Source: an optimization exercise on an open RTL-to-GDS flow (aim: small area, a short achievable clock period and few clock cycles per item). Production flows keep margins and buffers that such runs may drop. RTL that was checked went through simulation tests only; none was proved equivalent to the original. Power and IR drop assume default switching activity.

## P
Design kf_tss_check, start of the top module:
module kf_tss_check (
    input  wire         clk,
    input  wire         rst,
    input  wire         in_valid,
    output wire         in_ready,
    input  wire         in_seq_stopped,
    input  wire         in_pin_owned,
    input  wire [31:0]  in_period,
    input  wire [319:0] in_entry,
    output wire         out_valid,
    output wire [15:0]  out_status,
    output wire [3:0]   out_field
);
Size in the first run: roughly 2100 cells after synthesis, ~51 flip-flops.
export LEC_CHECK = 0
export CAP_MARGIN = 20
export CORE_MARGIN = 2
export CORE_UTILIZATION = 60
export PLACE_DENSITY = 0.7
export SETUP_SLACK_MARGIN = 4.2
export SLEW_MARGIN = 20
export SYNTH_HIERARCHICAL = 1
export SYNTH_MINIMUM_KEEP_SIZE = 0
create_clock -name core_clock -period 7.0 [get_ports {clk}]
standard.sh (not shown) runs the stock make flow with config.mk's settings and CLKGATE_MAP_FILE= SYNTH_SCRIPT=/design/flow/synth_recipe.tcl, a recipe that flattens the netlist after the stock synthesis.
==> flow/flow/run.sh <==
#!/bin/bash
# The standard layout (standard.sh), with the ports buffered by the smallest buffer
# (sky130_fd_sc_hd__buf_1) instead of the one buffer_ports picks by default.
set -euo pipefail
export BUFFER_PORTS_ARGS="-buffer_cell sky130_fd_sc_hd__buf_1"
bash standard.sh > standard.log 2>&1
## Diff of input files: Q against P
--- a/flow/config.mk
+++ b/flow/config.mk
@@ -10,5 +10,5 @@
 export CORE_UTILIZATION = 60
 export PLACE_DENSITY = 0.7
-export SETUP_SLACK_MARGIN = 4.2
+export SETUP_SLACK_MARGIN = 4.5
 export SLEW_MARGIN = 20
 export SYNTH_HIERARCHICAL = 1
Notes after the runs:
- Q: no failed stages, no open violations at the end
- In the metrics for P and Q, the one carrying the higher buffer count excluding the clock tree in the final layout is Q.
- On Q: number of search-and-repair iterations in the first detailed-routing pass is 1 higher than what P gave.
- P → Q: met2 usage up 4.5 points; final cell count without fillers up 16; arrival time reported for the critical path endpoint up 0.08 ns; critical-path maximum fanout down 1.
- The standard cells in Q occupy more silicon area than those in P do.
- Summary — final clock period utilization by the worst path, Q relative to P: higher, by 0.85 points.
- Between Q and P, it is Q whose number of cells upsized or downsized after cts is higher, by 244.
Setup changes, Q to R
--- a/flow/config.mk
+++ b/flow/config.mk
@@ -14,2 +14,3 @@
 export SYNTH_HIERARCHICAL = 1
 export SYNTH_MINIMUM_KEEP_SIZE = 0
+export TNS_END_PERCENT = 5
## What came out
- Q consumes more power than R.
- Lower maximum clock skew at final layout among R and Q: R
- The internal power contribution in Q is 1.07 times that in R.
- R vs Q: maximum VDD drop down
No run of this note included a check of the RTL's function; only the layout flow was run.

* * *

## v34
Another version of the RTL of kf_tss_check (not shown whole).
Size: about 2,100 cells after synthesis, roughly 380 I/O pins.
Settings: LEC_CHECK=0, CAP_MARGIN=20, CORE_MARGIN=2, CORE_UTILIZATION=60, PLACE_DENSITY=0.7, SETUP_SLACK_MARGIN=5, SLEW_MARGIN=20, SYNTH_HIERARCHICAL=1, SYNTH_MINIMUM_KEEP_SIZE=0, TNS_END_PERCENT=5; clock period 7.0 ns.
Scripts as last shown in full above: flow/flow/run.sh
Testbench counts of v34, summed over its fixed seeds: cycles 24,016, items 24,000.
Here is what was changed in the inputs of v21 compared with v34.
Settings: SETUP_SLACK_MARGIN: 5 -> 4.8.
### Flow results
- Re post-synthesis instance area: no difference whatsoever between v21 and v34.
- As far as worst setup slack goes, v34 and v21 are indistinguishable; the numbers are identical.
- v34 → v21: final critical path time including I/O delays and setup comparable, global-route usage over all layers comparable.
Input-level comparison between v57 and v21:
Settings: swapping 4.8 for 4.3 in SETUP_SLACK_MARGIN.
Findings:
Between v21 and v57, routability-driven placement congestion ratio is lower for v57, v21 comes in above that.
Footprint of the multi-input gates in v57 vs v21: down 470 um2
From v21 to v57 the numbers moved as follows: via total after detailed routing dropped 337; power saw a decrease.
Timing-limited maximum frequency, v21 and v57, lower one = v57.
Setup slack in v57 is smaller than in v21.
There was hardly any difference in synthesized area between v21 and v57.
Against v21, v57 comes in 4.1 ps lower on setup clock skew after layout.
From v21 to v57 the numbers moved as follows: fraction of power consumed by the clock network increased by 0.9 points relative to the old numbers, final area decreased by 6.7% relative to the old numbers.
Inputs modified between v57 and v33:
Settings: changing SETUP_SLACK_MARGIN from 4.3 to 4.5.
==> results.txt <==
- Each of the runs, namely v57 and v33, reached the end of the flow and came out clean.
- Summary of v33 over v57: setup slack now sits higher; final routed wire length divided by cell count now sits higher; clock-cell share of area now sits at about the same level.
Changes in v3 relative to v33:
Settings: swapping 4.5 for 4.8 in SETUP_SLACK_MARGIN; putting CTS_BUF_LIST at sky130_fd_sc_hd__clkbuf_8 where nothing was set.
### Flow results
From v33 to v3 the numbers moved as follows: latest clock arrival within the worst-skew pair climbed 40 ps, sequential share of layout area dropped 0.19 points, part of the cycle the worst path needs dropped 1.8 points, worst hold slack after final layout barely changed, final critical delay including setup and external delays dropped 130 ps. In v3, final area is higher than in v33. [compare] base=v33 new=v3: via count up 266; placed instance count saw little to no change; actual slew at the worst max-slew pin -75 ps; post-detailed-placement half-perimeter wirelength down about 0.7%.

* * *

before:
kf_tss_check, a different RTL version from the one above (not shown whole).
For scale: about 2100 cells after synthesis, ~15000 sq um of cells after synthesis.
clock: 7.0 ns
lec_check: 0
cap_margin: 20
core_margin: 2
core_utilization: 60
cts_buf_list: sky130_fd_sc_hd__clkbuf_8
place_density: 0.7
setup_slack_margin: 4.4
slew_margin: 20
synth_hierarchical: 1
synth_minimum_keep_size: 0
tns_end_percent: 5
Scripts as last shown in full above: flow/flow/run.sh
before did not stop at any stage, and its layout met the timing, DRC and antenna checks.
Testbench counts of before, summed over its fixed seeds: cycles 24,016, items 24,000.
Relative to before, the following input files were edited for after:
Settings: SETUP_SLACK_MARGIN now 4.8, was 4.4.
### Flow results
Re mean routed wirelength per cell: after is 2.5% up on before.
Measured against each other, before and after differ in sum of routed wire segments on met1, the higher figure coming from after.
after against before: fraction of the cycle the final worst path needs went down; routed wire length went up; synthesized area divided by synthesized cell count did not really move; via count went up.
Number of buffers outside the clock class in the layout: after vs before up 5.8%

* * *

Another version of the RTL of kf_tss_check (not shown whole).
Size: ~2100 cells after synthesis, about 380 I/O pins.
Design kf_tss_check, start of the top module:
module kf_tss_check (
    input  wire         clk,
    input  wire         rst,
    input  wire         in_valid,
    output wire         in_ready,
    input  wire         in_seq_stopped,
    input  wire         in_pin_owned,
    input  wire [31:0]  in_period,
    input  wire [319:0] in_entry,
    output wire         out_valid,
    output wire [15:0]  out_status,
    output wire [3:0]   out_field
);
    assign in_ready = 1'b1;
    wire [31:0] off  [0:7];
    wire [15:0] slot [0:3];
    genvar g;
    generate
        for (g = 0; g < 8; g = g + 1) begin : g_off
            assign off[g] = in_entry[32*g +: 32];
        end
        for (g = 0; g < 4; g = g + 1) begin : g_slot
            assign slot[g] = in_entry[256 + 16*g +: 16];
        end
    endgenerate
    integer i, k;
    reg [1:0] pre;
    always @(*) begin
        if (!in_seq_stopped)         pre = 2'd1;
        else if (!in_pin_owned)      pre = 2'd2;
        else if (in_period == 32'd0) pre = 2'd3;
        else                         pre = 2'd0;
    end
    reg [3:0] slot_bad;
    always @(*) begin
        for (i = 0; i < 4; i = i + 1) begin
            slot_bad[i] = 1'b0;
            for (k = 0; k < 6; k = k + 1)
                if (slot[i][2*k +: 2] == 2'b11)
                    slot_bad[i] = 1'b1;
            if (slot[i][15:14] == 2'b11)
                slot_bad[i] = 1'b1;
            if (slot[i][13:12] == 2'b00 && slot[i][15:14] != 2'b00)
                slot_bad[i] = 1'b1;
        end
    end
    reg [5:0] fire [0:3];
    reg [7:0] used;
    reg       en2;
    always @(*) begin
        for (i = 0; i < 4; i = i + 1)
            for (k = 0; k < 6; k = k + 1)
                fire[i][k] = slot[i][2*k +: 2] != 2'b00;
        for (k = 0; k < 6; k = k + 1)
            used[k] = fire[0][k] | fire[1][k] | fire[2][k] | fire[3][k];
        used[6] = 1'b1;
        used[7] = 1'b0;
  ...
Settings: LEC_CHECK=0, CAP_MARGIN=20, CORE_MARGIN=2, CORE_UTILIZATION=60, PLACE_DENSITY=0.7, SETUP_SLACK_MARGIN=4.2, SLEW_MARGIN=20, SYNTH_HIERARCHICAL=1, SYNTH_MINIMUM_KEEP_SIZE=0; clock period 7.0 ns.
Scripts as last shown in full above: flow/flow/run.sh
The baseline finished with timing, DRC and antenna clean.
Testbench counts at the start, summed over its fixed seeds: cycles 24,016, items 24,000.
Then changed:
SETUP_SLACK_MARGIN = 4.5   (was 4.2)
TNS_END_PERCENT = 5   (was unset)
The new run ran to the end with no violations; synthesized area does not change; clock skew hardly moves; core utilization rose by 3.9 points; final cell count rose by 1.4%; maximum frequency rose by 4.2%; via count rose by 2.0%; power rose by 2.7%; hold slack gets worse by 0.013 ns; sequential share of layout area fell by 0.44 points; setup slack gets better by 0.11 ns.

* * *

== run A ==
RTL: one of the versions met above, not the one the previous note started from.
Size in the first run: roughly 2100 cells after synthesis, about 83 flip-flops, about 380 I/O pins, about 15000 um2 of cells after synthesis.
==> flow/config.mk <==
export PLATFORM = sky130hd
export DESIGN_NAME = kf_tss_check
export DESIGN_NICKNAME = kf_tss_check
export VERILOG_FILES = /design/flow/design.v
export SDC_FILE = /design/flow/constraint.sdc
export NUM_CORES = 4
export LEC_CHECK = 0
export CAP_MARGIN = 20
export CORE_MARGIN = 2
export CORE_UTILIZATION = 55
export CTS_BUF_LIST = sky130_fd_sc_hd__clkbuf_8
export PLACE_DENSITY = 0.62
export SETUP_SLACK_MARGIN = 4.6
export SLEW_MARGIN = 20
export SYNTH_HIERARCHICAL = 1
export SYNTH_MINIMUM_KEEP_SIZE = 0
export TNS_END_PERCENT = 5
==> flow/constraint.sdc <==
create_clock -name core_clock -period 7.0 [get_ports {clk}]
set_input_delay 1.4000 -clock core_clock [delete_from_list [all_inputs] [get_ports {clk}]]
set_output_delay 1.4000 -clock core_clock [all_outputs]
set_load 0.01 [all_outputs]
Scripts as last shown in full above: flow/flow/run.sh
Testbench counts of run A, summed over its fixed seeds: cycles 24,016, items 24,000.
The following lists how run B was set up differently from run A:
Settings: a change of CORE_UTILIZATION from 55 to 60.
--- outcome ---
Run B gives less half-perimeter wire length after placement than run A did.
Diff run B..run A | count of clock-buffer cells in the layout | unchanged
Run B was carried through to the last stage, and its layout satisfied the timing, DRC and antenna checks.
Comparing run B and run A, the higher cell area is on run A.
In run B relative to run A, number of standard cells in the final layout excluding fillers had gone down slightly.
Endpoint arrival time on the critical path, run B and run A, lower one = run B.
diff inputs: run B => run C
Settings: swapping 0.62 for 0.7 in PLACE_DENSITY; swapping 5 for 10 in TNS_END_PERCENT.
## What came out
Smallest hold slack delta (run C − run B): favourable
From run B to run C, share of flip-flops with an asynchronous set or reset after synthesis did not move at all.
Share of power burned in registers across run B and run C: no real change.
Re depth of the worst register-to-register path: run B was higher than run C.
The higher post-layout minimum cycle time of run B and run C is in run C.
Here is what was changed in the inputs of run D compared with run C.
Settings: CORE_UTILIZATION now 65, was 60; TNS_END_PERCENT now 5, was 10.
[summary]
Path length in cells of the critical path for run D: 1 down relative to run C. Clock share of power for run D: 0.4 points down relative to run C. Of the two candidates, run C has the better wire length of the first global-routing pass and run D the worse one. Endpoint of the worst setup timing path: s_far[6][0]$_DFF_P_ -> run C, s_far[4][1]$_DFF_P_ -> run D.
The following lists how run E was set up differently from run D:
Settings: swapping 65 for 60 in CORE_UTILIZATION.
Notes after the runs:
- Run E -> run D: design area flat
- Changes observed in run E relative to run D: placement row count up 3; full die area up about 8%.

[static timing again, ports no longer ideal]
Ports are ideal in the flow. The routed layouts listed here were re-timed in OpenROAD. Step 1 (the two cells are an assumption about what drives the block):
set clk [get_ports {clk}]
set_driving_cell -lib_cell sky130_fd_sc_hd__clkbuf_16 $clk
set_driving_cell -lib_cell sky130_fd_sc_hd__buf_2 [delete_from_list [all_inputs] $clk]
Step 2 also shifts input and output timing later by t, the mid clock arrival at the registers, as if the neighbouring blocks saw the same clock. Three values: ideal, step 1, step 2; two values: the first two.
run	t (ns)	setup slack, ns	worst register clock-pin slew, ns
P	0.334	4.152 / 4.173 / 3.840	0.08 / 0.08
Q	0.339	4.093 / 4.111 / 3.772	0.09 / 0.09
R	0.341	4.177 / 4.169 / 3.828	0.09 / 0.09
v34	0.397	4.491 / 4.450 / 4.054	0.07 / 0.07
v21	0.397	4.491 / 4.450 / 4.054	0.07 / 0.07
v57	0.398	4.281 / 4.306 / 3.908	0.08 / 0.08
v33	0.399	4.411 / 4.418 / 4.019	0.07 / 0.07
v3	0.424	4.537 / 4.467 / 4.043	0.10 / 0.10
before	0.414	4.329 / 4.351 / 3.937	0.10 / 0.10
after	0.419	4.454 / 4.462 / 4.043	0.11 / 0.11
the first run of note 4	0.391	4.195 / 4.203 / 3.812	0.07 / 0.07
the second run of note 4	0.397	4.308 / 4.310 / 3.913	0.07 / 0.07
run A	0.419	4.497 / 4.519 / 4.100	0.10 / 0.10
run B	0.429	4.559 / 4.573 / 4.144	0.11 / 0.11
run C	0.419	4.491 / 4.496 / 4.077	0.11 / 0.11
run D	0.427	4.470 / 4.492 / 4.065	0.11 / 0.11
run E	0.418	4.483 / 4.493 / 4.075	0.11 / 0.11
After both steps setup and hold are still met in every run listed. For v3, which loses most, drivers alone change the setup slack by -0.070 ns; drivers and shift together by -0.494 ns.
